From an optimization exercise on the open Yosys and OpenROAD flow, aimed at small area, a short achievable clock period and few clock cycles per item; shortcuts taken in it are not production practice.
In this exercise RTL edits were held to simulation tests only and were not proved equivalent to the original.
Power figures rest on the tool's default switching activity, not on a simulated workload.

==> flow/design.v (outline; a module is shown in full before it is edited, if it fits) <==
// module rs68_decoder: 1209 lines
// module idior_fec_rx: 1274 lines
module idior_fec_rx (
  input  wire        clk,
  input  wire        rst,           
  input  wire        in_valid,
  output wire        in_ready,
  input  wire [63:0] in_data,       
  output wire        out_valid,
  input  wire        out_ready,
  output reg  [63:0] out_data,      
  output wire        out_last,
  output reg  [1:0]  out_fix_even,  
  output reg         out_bad_even,  
  output reg  [1:0]  out_fix_odd,
  output reg         out_bad_odd,
  output reg         out_crc_ok
);
  // ...
==> flow/run.sh <==
#!/bin/bash
# synth_recipe.tcl (not shown) runs the flow's synth.tcl, then flattens the netlist and writes it again
# the make line also repeats each setting of config.mk as NAME=value (left out here)
make -C /OpenROAD-flow-scripts/flow DESIGN_CONFIG=/design/flow/config.mk WORK_HOME=/design/flow/orfs CLKGATE_MAP_FILE= SYNTH_SCRIPT=/design/flow/synth_recipe.tcl finish
==> flow/config.mk <==
export PLATFORM = sky130hd
export DESIGN_NAME = idior_fec_rx
export DESIGN_NICKNAME = idior_fec_rx
export VERILOG_FILES = /design/flow/design.v
export SDC_FILE = /design/flow/constraint.sdc
export NUM_CORES = 4
export LEC_CHECK = 0
export CAP_MARGIN = 20
export CORE_MARGIN = 2
export CORE_UTILIZATION = 50
export SLEW_MARGIN = 20
==> flow/constraint.sdc <==
create_clock -name core_clock -period 12.0 [get_ports {clk}]
set_input_delay 2.4000 -clock core_clock [delete_from_list [all_inputs] [get_ports {clk}]]
set_output_delay 2.4000 -clock core_clock [all_outputs]
set_load 0.01 [all_outputs]
==> results.json, run 1 <==
{
  "status": "timing/DRC/antenna clean",
  "ys_warn_count": 3,
  "dp_cells": 10700,
  "clk_pin_slew_ns": 0.06,
  "power.density_mw_per_mm2": 282,
  "tightest_slew_ns": 1.20,
  "post_cts_buffers": 0,
  "hold_slack_ns": 0.323,
  "hold_end": "u_dec.c_s0[2]",
  "die_y_um": 452,
  "post-route-period-util": 0.490,
  "seq_cells": 2014,
  "hp-start": "u_dec.b_s0[2]",
  "max_freq_ghz": 0.170,
  "clk-insertion-delay-late_ns": 0.89,
  "grt_pass1_wl_mm": 483,
  "finalMaxSlewViolations": 0,
  "yosys-top-cells-count": "edfxtp_1 (1743), xnor2_1 (1362), nand2_1 (753)",
  "hold_viol_final": 0,
  "grt_usage": 0.325,
  "required_ns": 12.69,
  "port_buffers": 141,
  "synth_xor_area_frac": 0.179,
  "yosysTopAreaCellShare": 0.522,
  "instances_no_fill": 11100,
  "cts_max_level": 4,
  "p_comb_frac": 0.507,
  "irDropWorstVdd_mv": 0.612,
  "largest_reg_flops": 1408,
  "powerSeq_mw": 9.13,
  "ys_seq_area_frac": 0.576,
  "first_global_vias": 66500,
  "synth_most_common_cell": "edfxtp_1",
  "largest_class": "registers"
}
Testbench counts, summed over its fixed seeds: cycles 6,720, items 384.
==> inputs of run 2 (changes only) <==
==> flow/flow/run.sh (new file) <==
#!/bin/bash
# The standard layout (the standard.sh, unchanged synthesis), with the
# timing repair steps asked to leave a setup margin: the design is still laid
# out and signed off at the design's clock period, but the repair keeps
# improving the critical paths beyond what that period alone requires.
set -euo pipefail
export SETUP_SLACK_MARGIN=7.8
bash standard.sh finish > standard_flow.log 2>&1
==> flow/standard.sh (new file) <==
#!/bin/bash
# synth_recipe.tcl (not shown) runs the flow's synth.tcl, then flattens the netlist and writes it again
# the make line also repeats each setting of config.mk as NAME=value (left out here)
make -C /OpenROAD-flow-scripts/flow DESIGN_CONFIG=/design/flow/config.mk WORK_HOME=/design/flow/orfs CLKGATE_MAP_FILE= SYNTH_SCRIPT=/design/flow/synth_recipe.tcl "${@:-finish}"
removed: flow/run.sh
==> run 2 against run 1 <==
Effect of this change: utilization increased by 0.41 points; global-route usage rose by 0.37 points; die area unchanged; clock power is essentially flat; register-to-register slack improved by 0.78 ns; clock skew shrank 0.031 ns; critical path depth fell by 3; first-iteration DRC count decreased by 3.9%; critical endpoint is now se_acc[30]; highest routed layer unchanged.
==> results.json, run 2 <==
{
  "irDropWorstVdd_mv": 0.445,
  "layout_common_cells": "edfxtp_1 (1743), xnor2_1 (1354), nand2_1 (749)",
  "dp_slack_ns": 5.72,
  "yosysTopAreaCellShare": 0.522,
  "grt_usage": 0.329,
  "critPathMaxFanout": 28,
  "antenna_found_initial": 36,
  "max_freq_ghz": 0.235,
  "die_y_um": 452,
  "netlist-cell-type-count": 87,
  "ys_seq_area_frac": 0.576,
  "reg2regPathDepth": 12,
  "synth_area_leaders": "edfxtp_1 (52%), xnor2_1 (12%), dfxtp_1 (5.4%)",
  "syn-cell-area_mm2": 0.100,
  "cts_hold_buf": 0,
  "die-area_mm2": 0.204,
  "tightest_slew_ns": 1.15,
  "via_count": 70100,
  "first_global_vias": 66800,
  "cts.sinks": 2014,
  "grt_pass1_wl_mm": 488,
  "hpwl_mm": 212,
  "cts_buffer_depth": 3,
  "hold_slack_ns": 0.326,
  "crit_type": "in2reg",
  "grt_max_degree": 93,
  "synth_most_common_cell": "edfxtp_1",
  "setup_viol": 0,
  "period_needed_ns": 4.25,
  "syn_avg_cell_area_um2": 12.1,
  "required_ns": 12.58,
  "seq_power_share": 0.290,
  "holdPathStages": 0,
  "cts_max_level": 4,
  "drt_wl_total_mm": 344,
  "post-route-period-util": 0.354,
  "ant_nets": 0,
  "fin_ws_ns": 7.75,
  "hold_viol_final": 0,
  "io_pins": 142,
  "swShare": 0.397,
  "routedWlPerCell_um": 30.7,
  "p_leak_nw": 37.4,
  "globalRouteOverflowTotal": 0,
  "cp-start-kind": "input port",
  "synth_ff_type": "edfxtp_1",
  "p_comb_frac": 0.507,
  "p_int_mw": 19.1,
  "relSlewSlack": 0.228,
  "finalMaxSlewViolations": 0,
  "yosys.area.top_type": "edfxtp_1",
  "clk_pin_slew_ns": 0.06,
  "clkPwrFrac": 0.203,
  "via_per_inst": 6.27,
  "drt_iter0_markers": 9234,
  "yosys-top-cells-count": "edfxtp_1 (1743), xnor2_1 (1362), nand2_1 (753)",
  "port_buffers": 141,
  "gp_congestion": 0.954,
  "cp.arrival_ns": 4.83,
  "initial_core_util": 0.502,
  "n_fill_cell": 16600,
  "cp-end-kind": "register",
  "nets": 8461,
  "fp.dieW_um": 452,
  "layout-drive-gt1-share": 0.101,
  "cts_tree": "yes",
  "status": "timing/DRC/antenna clean",
  "numCtsBuffers": 206,
  "ys_warn_count": 3,
  "largest_register": "slot",
  "power.density_mw_per_mm2": 281,
  "ys_ff_latch": 2014,
  "synthCells": 8267,
  "dr.pass1.iters": 6,
  "synth_edf_count": 1743,
  "skew_ns": 0.0652,
  "synthArstFlopShare": 0,
  "top_regs": "slot x1408, out_data x64, pf x64",
  "syn2layout_area_growth_pct": 12.3,
  "rsz0062_at_grt": "true",
  "largest_reg_flops": 1408,
  "power_switching_mw": 12.6,
  "num_rows": 164,
  "min_path_type": "reg2reg",
  "final_common_cell": "edfxtp_1",
  "tns_ns": 0,
  "drc_errors": 0,
  "maxCapViolCount": 0,
  "root_buffer": "clkbuf_16",
  "synthesis.nets": 8393,
  "core_area_mm2": 0.199,
  "clk-insertion-delay-late_ns": 0.86
}
## run 2: cell counts after synthesis
Identical to the previous run, type by type.
## run 2: worst paths after layout
kind / start / end / slack, ns
worst min register to register: u_dec.b_s0[5] / u_dec.c_s0[5] / 0.33
worst max register to register: u_dec.a_det[4] / u_dec.b_ia[7] / 7.91
worst min-delay path: u_dec.b_s0[5] / u_dec.c_s0[5] / 0.33
worst max-delay path: in_data[7] / se_acc[30] / 7.75
## run 2: metrics by stage
step | instances | cell area (um^2) | utilization | total power, mW
finish | 11200 | 113000 | 0.564 | 31.6
CTS | 11200 | 112000 | 0.563 | 31.5
global placement | 10700 | 105000 | 0.526 | 25.0
floorplan | 8267 | 100000 | - | 21.2
global route | 11200 | 113000 | 0.564 | 33.3
detailed placement | 10700 | 105000 | 0.526 | 25.1
## run 2: cell type report
class	count	area (um^2)	share of cell area
inverters	96	400	0.00356
well taps	2656	3320	0.0295
clock inverters	126	1340	0.0119
repair inverters	3	18.8	0.000167
clock buffers	268	5510	0.0490
diodes	10	25.0	0.000222
flip-flops and latches	2014	57900	0.514
multi-input cells	5569	40400	0.359
repair buffers	445	3690	0.0328
## run 2: routing by layer
metal,vias up,part of all wire,global-route usage
met4,34,0.030,0.0931
met5,-,0.00060,0
li1,30300,-,-
met3,655,0.10,0.0640
met1,35300,0.40,0.451
met2,3872,0.47,0.534
## run 2: worst max-delay path, cell delays in order
cell and delay, ns:
clkdlybuf4s50_1 0.46, buf_4 0.36, xor2_1 0.28, xor2_1 0.21, xnor2_1 0.10, xnor2_1 0.34
xor2_1 0.32, xnor2_1 0.21, xnor2_1 0.11
## run 2: repair_timing
item,CTS,global route
pin swaps,0,2
gates resized for setup,101,35
setup endpoints to repair,241,63
setup buffers,61,4
gates cloned,1,2
## run 2: power groups by stage
stage / Sequential, mW / Clock (mW) / Combinational, mW
3_3_place_gp: 9.32 / 0 / 15.7
5_1_grt: 9.23 / 6.77 / 17.3
2_1_floorplan: 8.79 / 0 / 12.5
6_report: 9.17 / 6.43 / 16.0
3_5_place_dp: 9.32 / 0 / 15.8
4_1_cts: 9.17 / 6.49 / 15.9
## run 2: logic make-up (layout without fill, tap and decap cells)
family	count (synthesis)	count (layout)	synth area share
compound gates	1605	1605	0.113
xor+xnor	1857	1857	0.179
fa+ha+maj	58	58	0.00724
buf+inv	684	938	0.0264
flops	2014	2014	0.576
mux	91	91	0.0116
other cells	0	10	0
simple gates	1958	1958	0.0864
==> inputs of run 3 (changes only) <==
--- a/flow/flow/run.sh
+++ b/flow/flow/run.sh
@@ -6,3 +6,3 @@
 set -euo pipefail
-export SETUP_SLACK_MARGIN=7.8
+export SETUP_SLACK_MARGIN=8.3
 bash standard.sh finish > standard_flow.log 2>&1
==> run 3 against run 2 <==
Effect of this change: synthesized cell count stayed put; utilization is 0.96 points higher; wire length is 1.8% higher; clock skew is 0.0069 ns lower; clock power is 1% lower; global-route usage is 0.37 points higher; sequential power hardly changed.
==> results.json, run 3 <==
{
  "status": "timing/DRC/antenna clean",
  "tns_ns": 0,
  "tightest_slew_ns": 1.10,
  "drc_errors": 0,
  "clk_pin_slew_ns": 0.06,
  "critPathMaxFanout": 2,
  "synth_area_leaders": "edfxtp_1 (52%), xnor2_1 (12%), dfxtp_1 (5.4%)",
  "post-route-period-util": 0.328,
  "globalRouteOverflowTotal": 0,
  "irDropWorstVdd_mv": 0.609,
  "skew_ns": 0.0583,
  "required_ns": 9.60,
  "rsz0062_at_grt": "true",
  "path_depth": 1,
  "utilization": 0.574,
  "finalMaxSlewViolations": 0,
  "cts_tree": "yes",
  "ant_nets": 0,
  "fin_ws_ns": 8.06,
  "cp_cell_sequence": "buf_2",
  "synth_edf_count": 1743,
  "root_buffer": "clkbuf_16",
  "top_regs": "slot x1408, out_data x64, pf x64",
  "p_leak_nw": 38.3,
  "critPathSlowestCell": "edfxtp_1",
  "synth_most_common_cell": "edfxtp_1",
  "cp-end-kind": "output pin",
  "netlist-cell-type-count": 87,
  "grt_pass1_wl_mm": 492,
  "power.density_mw_per_mm2": 280,
  "ys_seq_area_frac": 0.576,
  "drt_wl_total_mm": 350,
  "synth_ff_type": "edfxtp_1",
  "numCtsBuffers": 203,
  "final_common_cell": "edfxtp_1",
  "syn2layout_area_growth_pct": 14.2,
  "ys_warn_count": 3,
  "multi_input_area_mm2": 0.0414,
  "relSlewSlack": 0.248,
  "synthesis.nets": 8393,
  "dp_slack_ns": 5.81,
  "io_pins": 142,
  "via_per_inst": 6.33,
  "grt_max_degree": 100,
  "place_area_mm2": 0.105,
  "setup_viol": 0,
  "yosys.area.top_type": "edfxtp_1",
  "crit_buf_inv": 1,
  "p_total_mw": 32.0,
  "hpwl_mm": 211,
  "slowest_delay_ns": 0.53,
  "via_count": 71300,
  "crit_family": "flip-flops",
  "fp.dieW_um": 452,
  "min_path_type": "reg2reg",
  "routedWlPerCell_um": 31.1,
  "ys_ff_latch": 2014,
  "syn_avg_cell_area_um2": 12.1,
  "largest_register": "slot",
  "die-area_mm2": 0.204,
  "cp-start-kind": "register",
  "synthArstFlopShare": 0,
  "max_freq_ghz": 0.254,
  "maxCapViolCount": 0,
  "cp.arrival_ns": 1.54,
  "dr.pass1.iters": 8,
  "num_rows": 164,
  "instances_no_fill": 11300,
  "initial_core_util": 0.502,
  "antenna_found_initial": 27,
  "syn-cell-area_mm2": 0.100,
  "dp_cells": 10700,
  "crit_type": "reg2out",
  "period_needed_ns": 3.94,
  "port_buffers": 141,
  "nets": 8544,
  "yosys-top-cells-count": "edfxtp_1 (1743), xnor2_1 (1362), nand2_1 (753)",
  "cts_max_level": 4,
  "register_area_mm2": 0.0579,
  "yosysTopAreaCellShare": 0.522,
  "layout-drive-gt1-share": 0.132,
  "reg2regPathDepth": 13,
  "die_y_um": 452,
  "hold_viol_final": 0,
  "gp_congestion": 0.962,
  "fin_area_mm2": 0.114,
  "cts.sinks": 2014,
  "layout_common_cells": "edfxtp_1 (1743), xnor2_1 (1302), nand2_1 (747)",
  "drt_iter0_markers": 10200,
  "cts_buffer_depth": 3,
  "hold_slack_ns": 0.321,
  "largest_reg_flops": 1408,
  "n_fill_cell": 16500,
  "grt_usage": 0.333,
  "synthCells": 8267,
  "holdPathStages": 0,
  "clk-insertion-delay-late_ns": 0.86,
  "core_area_mm2": 0.199,
  "first_global_vias": 67000
}
==> run 3: cell counts after synthesis <==
No cell type changed its count.
==> run 3: layout make-up <==
class	instances	share of cell area
antenna	12	0.000262
clock buffer	267	0.0482
clock inverter	114	0.0101
inverter	96	0.00373
multi-input combinational	5570	0.362
sequential	2014	0.506
tap	2656	0.0290
timing repair buffer	528	0.0412
timing repair inverter	5	0.000284
==> run 3: where the power goes <==
part	total (mW)	internal (mW)	switching (mW)
sequential	9.20	8.46	0.738
combinational	16.5	7.26	9.20
clock	6.35	3.58	2.77
==> run 3: routing by layer <==
layer	up-vias	GRT usage	share of wire
li1	30500	-	-
met1	35600	0.471	0.40
met4	18	0.113	0.037
met5	-	0	0.00034
met2	4447	0.514	0.45
met3	738	0.0654	0.11
==> run 3: worst register-to-register path: stages, from the launching register on <==
cell and delay (ns):
dfxtp_1 0.31, buf_6 0.18, nor4_4 0.38, buf_4 0.20, a21oi_4 0.05, clkbuf_8 0.32, inv_1 0.17, buf_6 0.38
nand2b_1 0.35, nor3b_1 0.38, a311oi_1 0.10, o21ai_0 0.21, nand3_1 0.10, a31oi_1 0.38
==> run 3: cells by family after synthesis <==
| logic type | Yosys count | share of synthesized area |
|---|---|---|
| AO/OA/AOI/OAI | 1605 | 0.113 |
| flip-flops | 2014 | 0.576 |
| buffers and inverters | 684 | 0.0264 |
| multiplexers | 91 | 0.0116 |
| AND/OR/NAND/NOR | 1958 | 0.0864 |
| adder cells (fa/ha/maj) | 58 | 0.00724 |
| XOR/XNOR | 1857 | 0.179 |
==> run 3: repair_timing <==
action                                  4_1_cts  5_1_grt
hold buffers                                  0        0
resized for setup                           467      135
gates cloned                                 10       10
setup buffers                                94       38
pin swaps                                    14       22
endpoints found under the setup margin      398      159
==> run 3: worst paths after layout <==
| path | start | end | slack, ns |
|---|---|---|---|
| hold reg to reg | u_dec.b_s0[4] | u_dec.c_s0[4] | 0.32 |
| setup reg to reg | u_dec.a_det[7] | u_dec.b_ia[2] | 8.34 |
| setup / recovery | out_data[63] | out_data[63] | 8.06 |
| hold / removal | u_dec.b_s0[4] | u_dec.c_s0[4] | 0.32 |
==> inputs of run 4 (changes only) <==
--- a/flow/config.mk
+++ b/flow/config.mk
@@ -10,2 +10,4 @@
 export CORE_UTILIZATION = 50
+export CTS_CLUSTER_DIAMETER = 60
+export CTS_CLUSTER_SIZE = 30
 export SLEW_MARGIN = 20
==> run 4 against run 3 <==
Effect of this change: still clean on timing, DRC and antenna; global-route usage is 0.21 points lower; utilization decreased by 0.67 points; register-to-register slack is essentially flat; non-clock buffer count up 7; final area is 1.2% lower; sequential cell count unchanged; combinational power hardly changed; maximum frequency fell by 0.13%; clock power decreased by 16%; critical path type unchanged.
==> results.json, run 4 <==
{
  "io_pins": 142,
  "port_buffers": 141,
  "dp_cells": 10700,
  "p_total_mw": 31.0,
  "min_path_type": "reg2reg",
  "tns_ns": 0,
  "cp_cell_sequence": "buf_2",
  "critPathSlowestCell": "edfxtp_1",
  "clk-insertion-delay-late_ns": 0.85,
  "skew_ns": 0.0483,
  "ant_nets": 0,
  "drt_wl_total_mm": 348,
  "synth_edf_count": 1743,
  "rsz0062_at_grt": "true",
  "hold_viol_final": 0,
  "synth_ff_type": "edfxtp_1",
  "crit_buf_inv": 1,
  "cts_tree": "yes",
  "cts_max_level": 4,
  "routedWlPerCell_um": 31.2,
  "max_freq_ghz": 0.253,
  "antenna_found_initial": 25,
  "largest_reg_flops": 1408,
  "syn2layout_area_growth_pct": 12.8,
  "die_y_um": 452,
  "cp-end-kind": "output pin",
  "cts.sinks": 2014,
  "ys_warn_count": 3,
  "gp_congestion": 0.962,
  "yosys-top-cells-count": "edfxtp_1 (1743), xnor2_1 (1362), nand2_1 (753)",
  "power.density_mw_per_mm2": 274,
  "ys_ff_latch": 2014,
  "irDropWorstVdd_mv": 0.609,
  "cts_hold_buf": 0,
  "crit_family": "flip-flops",
  "fp.dieW_um": 452,
  "synth_most_common_cell": "edfxtp_1",
  "top_regs": "slot x1408, out_data x64, pf x64",
  "core_area_mm2": 0.199,
  "worstSetupEndpoint": "out_data[63]",
  "post-route-period-util": 0.329,
  "swShare": 0.411,
  "instances_no_fill": 11100,
  "via_count": 70600,
  "worstReg2RegEnd": "out_crc_ok",
  "path_depth": 1,
  "clk_pin_slew_ns": 0.07,
  "finalMaxSlewViolations": 0,
  "relSlewSlack": 0.206,
  "numCtsBuffers": 140,
  "initial_core_util": 0.502,
  "final_common_cell": "edfxtp_1",
  "synthArstFlopShare": 0,
  "via_per_inst": 6.33,
  "globalRouteOverflowTotal": 0,
  "root_buffer": "clkbuf_16",
  "crit_type": "reg2out",
  "rrSetupSlack_ns": 8.34,
  "cts_buffer_depth": 3,
  "status": "timing/DRC/antenna clean",
  "hpwl_mm": 211,
  "rr_startpoint": "out_data[21]",
  "setup_viol": 0,
  "required_ns": 9.60,
  "drt_iter0_markers": 10500,
  "cp.arrival_ns": 1.55,
  "cp-start-kind": "register",
  "num_rows": 164,
  "die-area_mm2": 0.204,
  "synthCells": 8267,
  "drc_errors": 0,
  "p_comb_frac": 0.531,
  "p_int_mw": 18.3,
  "grt_usage": 0.331,
  "yosys.area.top_type": "edfxtp_1",
  "netlist-cell-type-count": 87,
  "critPathMaxFanout": 2,
  "ys_seq_area_frac": 0.576,
  "syn_avg_cell_area_um2": 12.1,
  "nets": 8489,
  "synthesis.nets": 8393,
  "grt_max_degree": 100,
  "first_global_vias": 66200,
  "yosysTopAreaCellShare": 0.522,
  "clkPwrFrac": 0.172,
  "layout-drive-gt1-share": 0.129,
  "fin_area_mm2": 0.113,
  "slowest_delay_ns": 0.53,
  "place_area_mm2": 0.105,
  "maxCapViolCount": 0,
  "layout_common_cells": "edfxtp_1 (1743), xnor2_1 (1298), nand2_1 (747)",
  "largest_register": "slot",
  "p_leak_nw": 37.7,
  "syn-cell-area_mm2": 0.100,
  "crit_start": "out_data[63]",
  "grt_pass1_wl_mm": 488,
  "tightest_slew_ns": 1.19,
  "reg2regPathDepth": 10,
  "power_switching_mw": 12.7,
  "seq_power_share": 0.297,
  "synth_area_leaders": "edfxtp_1 (52%), xnor2_1 (12%), dfxtp_1 (5.4%)",
  "dr.pass1.iters": 8,
  "period_needed_ns": 3.95
}
## run 4: cell types whose count changed in the layout (fill, tap and decap cells not counted), sizes merged, moves of 5 or more
cell      change
clkinvlp      -5
clkinv       -36
bufinv        -9
clkbuf      -110
buf           +6
inv          +42
## run 4: routing by layer
metal / global-route usage / vias to the layer above / part of all wire
li1: - / 30300 / -
met5: 0 / - / 0.00031
met3: 0.0601 / 683 / 0.10
met4: 0.108 / 16 / 0.038
met1: 0.469 / 35400 / 0.41
met2: 0.515 / 4138 / 0.45
## run 4: cell families after synthesis
family                   share of synthesized area
AO/OA/AOI/OAI                                0.113
XOR/XNOR                                     0.179
adder cells (fa/ha/maj)                    0.00724
buffers and inverters                       0.0264
flip-flops                                   0.576
multiplexers                                0.0116
AND/OR/NAND/NOR                             0.0864
## run 4: how the worst min path moves through the flow
| stage | endpoint | slack, ns | startpoint | depth (start not counted) |
|---|---|---|---|---|
| after detailed placement | u_dec.c_s0[1] | 0.31 | u_dec.b_s0[1] | 0 |
| after global routing | u_dec.c_s0[3] | 0.32 | u_dec.b_s0[3] | 0 |
| final | u_dec.c_s0[3] | 0.33 | u_dec.b_s0[3] | 0 |
| after CTS | u_dec.c_s0[3] | 0.33 | u_dec.b_s0[3] | 0 |
| after floorplan | u_dec.b_szero | 0.31 | u_dec.a_szero | 0 |
| after global placement | u_dec.c_s0[3] | 0.31 | u_dec.b_s0[3] | 0 |
## run 4: area by class of cell
type / instances / area (um^2)
fillers: 16600 / 86400
flip-flops and latches: 2014 / 57900
multi-input cells: 5571 / 41500
repair buffers: 535 / 4820
clock buffers: 155 / 3640
well taps: 2656 / 3320
clock inverters: 106 / 1500
inverters: 96 / 427
repair inverters: 5 / 32.5
diodes: 8 / 20.0
## run 4: stage by stage
step / setup WS [ns] / hold slack (ns) / util
after global placement: 5.82 / 0.311 / 0.528
after global routing: 8.00 / 0.324 / 0.567
after detailed placement: 5.81 / 0.312 / 0.528
after floorplan: 6.93 / 0.310 / -
after CTS: 8.01 / 0.328 / 0.560
final: 8.05 / 0.328 / 0.567
## run 4: timing repair
item | in CTS | in global routing
gates resized for setup | 476 | 154
endpoints found under the setup margin | 392 | 162
gates cloned | 11 | 12
pin swaps | 15 | 26
setup buffers | 92 | 46
## run 4: power by group through the flow
stage                     Combinational [mW]  Sequential [mW]  Clock [mW]
after floorplan                         12.5             8.79           0
after global placement                  15.8             9.33           0
after detailed placement                15.9             9.33           0
after CTS                               16.1             9.17        5.38
after global routing                    17.8             9.24        5.62
final                                   16.5             9.19        5.33

-- afterwards: timing with drivers on the ports --
The results above use ideal ports. As a check the final layouts listed here were re-extracted and re-timed, cells and wires unchanged.
Step 1 assumes that a clkbuf_16 drives the clock port and a buf_2 every other input.
Step 2 adds t to the input delays and takes it off the output delays; t is the mean of the earliest and latest rising clock arrival at the registers after step 1. Input paths then give back, and output paths get back, about the clock's delay inside the block.
a / b / c = ideal / step 1 / step 2; a / b = the first two.
run	t (ns)	setup slack, ns	hold WS [ns]	worst slew at a driven data input, ns	pins driven straight from the clock port
run 1	0.942	6.119 / 6.186 / 5.244	0.323 / 0.323 / 0.323	0.20	1
run 2	0.918	7.753 / 7.776 / 6.899	0.326 / 0.326 / 0.326	0.24	1
run 3	0.917	8.059 / 7.970 / 7.323	0.321 / 0.321 / 0.321	0.21	1
run 4	0.910	8.054 / 7.962 / 7.489	0.328 / 0.328 / 0.328	0.20	1
After both steps every run listed still meets setup and hold. For run 1, which loses most, drivers alone change the setup slack by +0.067 ns; drivers and shift together by -0.875 ns.
